Context: an optimization exercise on an open-source flow, tuned for small area, a short achievable clock period and few clock cycles per item. The choices shown serve that exercise and are no tape-out recipe.
Only simulation tests tie the RTL to the original design; equivalence was not proved.
No activity file was given, so power comes from the tool's default toggle rates.

==> flow/design.v (outline; a module is shown in full before it is edited, if it fits) <==
// module trtcm_meter_bank: 268 lines
// module mul_cs: 1713 lines
module trtcm_meter_bank (
    input  wire        clk,
    input  wire        rst,
    input  wire        in_valid,
    output wire        in_ready,
    input  wire        in_cfg,
    input  wire [3:0]  in_idx,
    input  wire [13:0] in_len,
    input  wire [39:0] in_ts,
    input  wire [27:0] in_cir,
    input  wire [27:0] in_pir,
    input  wire [23:0] in_cbs,
    input  wire [23:0] in_pbs,
    output reg         out_valid,
    output reg  [1:0]  out_colour
);
  // ...
==> flow/flow/run.sh <==
#!/bin/bash
# The standard layout (standard.sh), with the ports buffered by
# sky130_fd_sc_hd__buf_4 instead of the smallest buffer cell ORFS picks
# (clkdlybuf4s50_1, a delay cell that is slow on the output paths).
set -euo pipefail
export BUFFER_PORTS_ARGS="-buffer_cell sky130_fd_sc_hd__buf_4"
bash standard.sh > standard.log 2>&1
==> flow/standard.sh <==
#!/bin/bash
# synth_recipe.tcl (not shown) runs the flow's synth.tcl, then flattens the netlist and writes it again
# the make line also repeats each setting of config.mk as NAME=value (left out here)
make -C /OpenROAD-flow-scripts/flow DESIGN_CONFIG=/design/flow/config.mk WORK_HOME=/design/flow/orfs CLKGATE_MAP_FILE= SYNTH_SCRIPT=/design/flow/synth_recipe.tcl "${@:-finish}"
==> flow/config.mk <==
export PLATFORM = sky130hd
export DESIGN_NAME = trtcm_meter_bank
export DESIGN_NICKNAME = trtcm_meter_bank
export VERILOG_FILES = /design/flow/design.v
export SDC_FILE = /design/flow/constraint.sdc
export NUM_CORES = 4
export LEC_CHECK = 0
export CAP_MARGIN = 20
export CORE_MARGIN = 2
export CORE_UTILIZATION = 30
export GPL_ROUTABILITY_DRIVEN = 1
export PLACE_DENSITY = 0.45
export SLEW_MARGIN = 20
==> flow/constraint.sdc <==
create_clock -name core_clock -period 28.0 [get_ports {clk}]
set_input_delay 5.6000 -clock core_clock [delete_from_list [all_inputs] [get_ports {clk}]]
set_output_delay 5.6000 -clock core_clock [all_outputs]
set_load 0.01 [all_outputs]
==> reports/metrics.cfg, run 1 <==
[synthesis]
synth_ff_type=edfxtp_1
synthAdderAreaFrac=0.150
synthSimpleGateAreaFrac=0.0785
ys_top_cells_by_area=edfxtp_1 41%, fa_1 9.0%, dfxtp_1 8.6%
ys_types=84
async_reset_ff_frac=0

[routing]
drt_iter0_markers=10100
post_drt_wl_per_cell_um=25.7
vias=107000
routed-wl-met3_mm=32.7
drc_errors=0

[power]
switchingPower_mw=6.86
power.group.top=combinational logic

[clock_network]
cts.sinks=2862
cts_inserted_buffers=328
cts_setup_buffers=0

[final_layout]
stdcell_area_um2=179000
final-instance-count-excl-fill=20700
clk_share=0.0599
nonClockInverterCount=1278
ff_latch_area_um2=79100

[worst_setup_path]
r2r_start=s3_gp[5]
required_ns=28.85
worstRegToRegCells=27

[timing]
finalCritPeriodShare=0.279
finClkSkew_ns=0.102

[floorplanning]
initial_utilization=0.301
core_area_um2=529000
die_h_um=733
dieArea_um2=537000

[placement]
pre_cts_slack_ns=20.04

[hold_path]
hold_end=s2_qc[5]

[status]
status=complete, no violations

Testbench counts, summed over its fixed seeds: cycles 24,168, items 24,000.
==> run 2: changes to the inputs <==
--- a/flow/config.mk
+++ b/flow/config.mk
@@ -9,4 +9,5 @@
 export CORE_MARGIN = 2
 export CORE_UTILIZATION = 30
+export CTS_BUF_LIST = sky130_fd_sc_hd__clkbuf_8
 export GPL_ROUTABILITY_DRIVEN = 1
 export PLACE_DENSITY = 0.45
==> run 2 against run 1 <==
Still clean. Utilization down 0.15 points. Global-route usage grew 0.11 points. Non-clock buffer count stayed put. Hold slack better by 0.0096 ns. Cell count is 1.6% higher. Largest power group unchanged. Highest routed layer unchanged.
==> reports/metrics.cfg, run 2 <==
[clock_network]
cts_setup_buffers=0  ; unchanged
cts_inserted_buffers=528  ; was 328
tritoncts=built  ; unchanged
cts_resized=0  ; unchanged
clk_latency_ns=1.22  ; was 0.99 ns
htree_levels=6  ; was 5
cts.sinks=2862  ; unchanged
root_buffer=clkbuf_8  ; was clkbuf_16
clockBufferDepth=4  ; unchanged
path_clk_slew_ns=0.06  ; about the same
ctsHoldBuffers=0  ; unchanged

[hold_path]
holdPathStages=0  ; unchanged
hp-class=flop to flop  ; unchanged
min-delay-start=s1_first  ; was s1_qc[5]
hold_end=s2_first  ; was s2_qc[5]

[floorplanning]
die_w_um=733  ; unchanged
rows=267  ; unchanged
initial_utilization=0.301  ; unchanged
io_pins=170  ; unchanged
die_h_um=733  ; unchanged
core_area_um2=529000  ; unchanged
dieArea_um2=537000  ; unchanged

[synthesis]
yosys.area.top_type=edfxtp_1  ; unchanged
yosys.area.top_type_share=0.410  ; unchanged
yosys_warnings=1  ; unchanged
syn_nets=15200  ; unchanged
ys_types=84  ; unchanged
synth_edf_count=2178  ; unchanged
syn_avg_cell_area_um2=11.8  ; unchanged
ys_top_cells_by_area=edfxtp_1 41%, fa_1 9.0%, dfxtp_1 8.6%  ; unchanged
syn_inst=13500  ; unchanged
synth_area_um2=159000  ; unchanged
async_reset_ff_frac=0  ; unchanged
synthTopCellsByCount=2178 x edfxtp_1, 1398 x nand2_1, 1270 x inv_1, 909 x nor2_1, 895 x a21oi_1  ; unchanged
synth_ff_type=edfxtp_1  ; unchanged
yosysSeqAreaShare=0.496  ; unchanged
post-synth-top-count-cell=edfxtp_1  ; unchanged
ys_seq_elements=2862  ; unchanged

[timing]
final.setup.tns_ns=0  ; unchanged
finClkSkew_ns=0.108  ; was 0.102 ns
tightestPinTransition_ns=1.15  ; about the same
rsz0062_at_grt=false  ; unchanged
relSlewSlack=0.225  ; was 0.212
period_needed_ns=7.83  ; was 7.82 ns
slew_violations=0  ; unchanged
max_freq_ghz=0.128  ; about the same
finalSetupViolCount=0  ; unchanged
finalCritPeriodShare=0.280  ; was 0.279
timing.hold.ws_ns=0.325  ; was 0.315 ns
hold_violations=0  ; unchanged

[worst_setup_path]
worstSetupEndpointType=flop  ; unchanged
critical_path_class=flop to flop  ; unchanged
worstRegToRegCells=20  ; was 27
cp-start-kind=flop  ; unchanged
arrival_ns=8.73  ; was 8.67 ns
reg2reg_to=s1_qp[20]  ; was s5_d[46]
timing.critical_path.fanout_max=42  ; was 73
required_ns=28.90  ; was 28.85 ns
r2r_start=s0_idx[0]  ; was s3_gp[5]
rrSetupSlack_ns=20.17  ; was 20.18 ns

[grt]
grt_antenna_before_repair=43  ; was 49
grt_pass1_wl_mm=778  ; was 773 mm
grt.total_usage=0.194  ; was 0.193
grt_max_degree=105  ; unchanged
grt_pass1_vias=110000  ; was 108000
grt.overflow.total=0  ; unchanged

[power]
leakage_nw=68.7  ; was 68.2 nW
power.density_nw_per_um2=94.0  ; was 96.0 nW/µm²
vdd_ir_drop_max_mv=0.0772  ; was 0.0766 mV

[final_layout]
finalNetCount=15300  ; was 15100
fillCellCount=52800  ; was 52400
area_growth_pct=12.1  ; was 12.6%
mostFrequentLayoutCells=2178 x edfxtp_1, 1425 x inv_1, 1390 x nand2_1  ; was 2178 x edfxtp_1, 1390 x nand2_1, 1267 x inv_1
top_regs=d_q: 376 flops, e_q: 376 flops, last_q: 320 flops  ; unchanged
final_common_cell=edfxtp_1  ; unchanged
drive_gt1_frac=0.128  ; was 0.116

[routing]
first_pass_iters=6  ; unchanged
post_drt_via_cell_ratio=5.13  ; was 5.17
drt-total-wl_mm=536  ; was 532 mm
drt_iter0_markers=10100  ; about the same
post_drt_wl_per_cell_um=25.5  ; was 25.7 µm
vias=108000  ; was 107000
ant_nets=0  ; unchanged
drc_errors=0  ; unchanged

[placement]
gp_congestion=0.888  ; unchanged
dp_hpwl_mm=363  ; unchanged
io_buffers=169  ; unchanged

[run]
cap_violations=0  ; unchanged

[status]
status=complete, no violations  ; unchanged

## run 2: cell counts after synthesis
Identical to the previous run, type by type.
## run 2: report_power, final
group          switching (mW)  internal (mW)  leakage [nW]
clock                    1.87           2.00          5.66
sequential              0.371           5.04          26.1
combinational            4.68           2.84          36.9
## run 2: cells by family (layout without fill, tap and decap cells)
family                   after synthesis  count (layout)  synth area share
multiplexers                         717             717            0.0834
flip-flops                          2862            2862             0.496
buffers and inverters               2106            2626            0.0501
AO/OA/AOI/OAI                       2901            2901             0.114
other                                  0              13                 0
adder cells (fa/ha/maj)             1487            1487             0.150
XOR/XNOR                             489             489            0.0269
AND/OR/NAND/NOR                     2951            2951            0.0785
## run 2: per-layer routing
layer	track usage	vias up	routed length (µm)	part of all wire
met2	0.314	3790	247000	0.46
met5	0	-	156	0.00029
met4	0.0554	22	15300	0.029
met3	0.0323	844	34200	0.064
li1	-	48600	-	-
met1	0.267	54800	239000	0.45
## run 2: critical path, stage by stage (launching register included)
cell,delay (ns)
edfxtp_1,0.92
buf_4,0.69
buf_4,0.63
mux4_2,0.62
mux2i_4,0.14
buf_4,0.43
buf_4,0.66
a21oi_1,0.09
ha_1,0.33
o21ai_0,0.12
a21boi_0,0.15
o21ai_0,0.27
a21boi_0,0.16
o21ai_0,0.27
a21boi_0,0.33
o21ai_0,0.44
a2111oi_0,0.17
o21ai_0,0.19
buf_4,0.17
or4b_2,0.60
xnor2_1,0.14
## run 2: worst max path at each step
stage,startpoint,to,slack (ns),cells past startpoint
after global routing,s0_idx[0],s1_qp[20],19.52,21
after CTS,s0_idx[0],s1_qp[20],20.04,21
after global placement,s0_idx[0],s1_qp[20],19.95,21
after floorplan,s1_k[0],cbs_q[120],16.27,7
final,s0_idx[0],s1_qp[20],20.17,20
after detailed placement,s0_idx[0],s1_qp[20],20.04,20
## run 2: final cells by class
class | count | area (µm²) | share of cell area
Multi-Input combinational cell | 8545 | 72700 | 0.407
Antenna cell | 13 | 32.5 | 0.000182
Clock buffer | 560 | 7710 | 0.0432
Inverter | 1278 | 4810 | 0.0269
Clock inverter | 368 | 2250 | 0.0126
Tap cell | 6994 | 8750 | 0.0490
Sequential cell | 2862 | 79100 | 0.443
Timing Repair Buffer | 420 | 3270 | 0.0183
## run 2: metrics by stage
stage	setup WS [ns]	util	cell area [µm²]	std cells	power, mW
finish	20.17	0.338	179000	21000	16.8
detailed placement	20.04	0.319	169000	20100	13.0
global placement	19.95	0.319	169000	20100	13.0
CTS	20.04	0.338	179000	21000	16.9
global route	19.52	0.338	179000	21000	18.0
floorplan	16.27	-	159000	13500	10.2

-- afterwards: timing with drivers on the ports --
How much do the figures lean on ideal ports? The routed layouts below were timed once more, with nothing changed but the port constraints. Step 1 assumes that a clkbuf_16 drives the clock port and a buf_2 every other input. Step 2, shift: input delay + t, output delay - t, t = (earliest + latest rising clock arrival at the registers) / 2. This alone moves slack from input paths to output paths. Slacks: no drivers / after step 1 / after step 2; pairs: no drivers / after step 1.
run | t (ns) | setup slack, ns | latest minus earliest clock arrival (ns) | worst register clock-pin slew, ns
run 1 | 1.060 | 20.183 / 20.183 / 20.183 | 0.103 / 0.103 | 0.07 / 0.07
run 2 | 1.285 | 20.168 / 20.168 / 20.168 | 0.108 / 0.108 | 0.08 / 0.08
After both steps setup and hold are still met in every run listed.
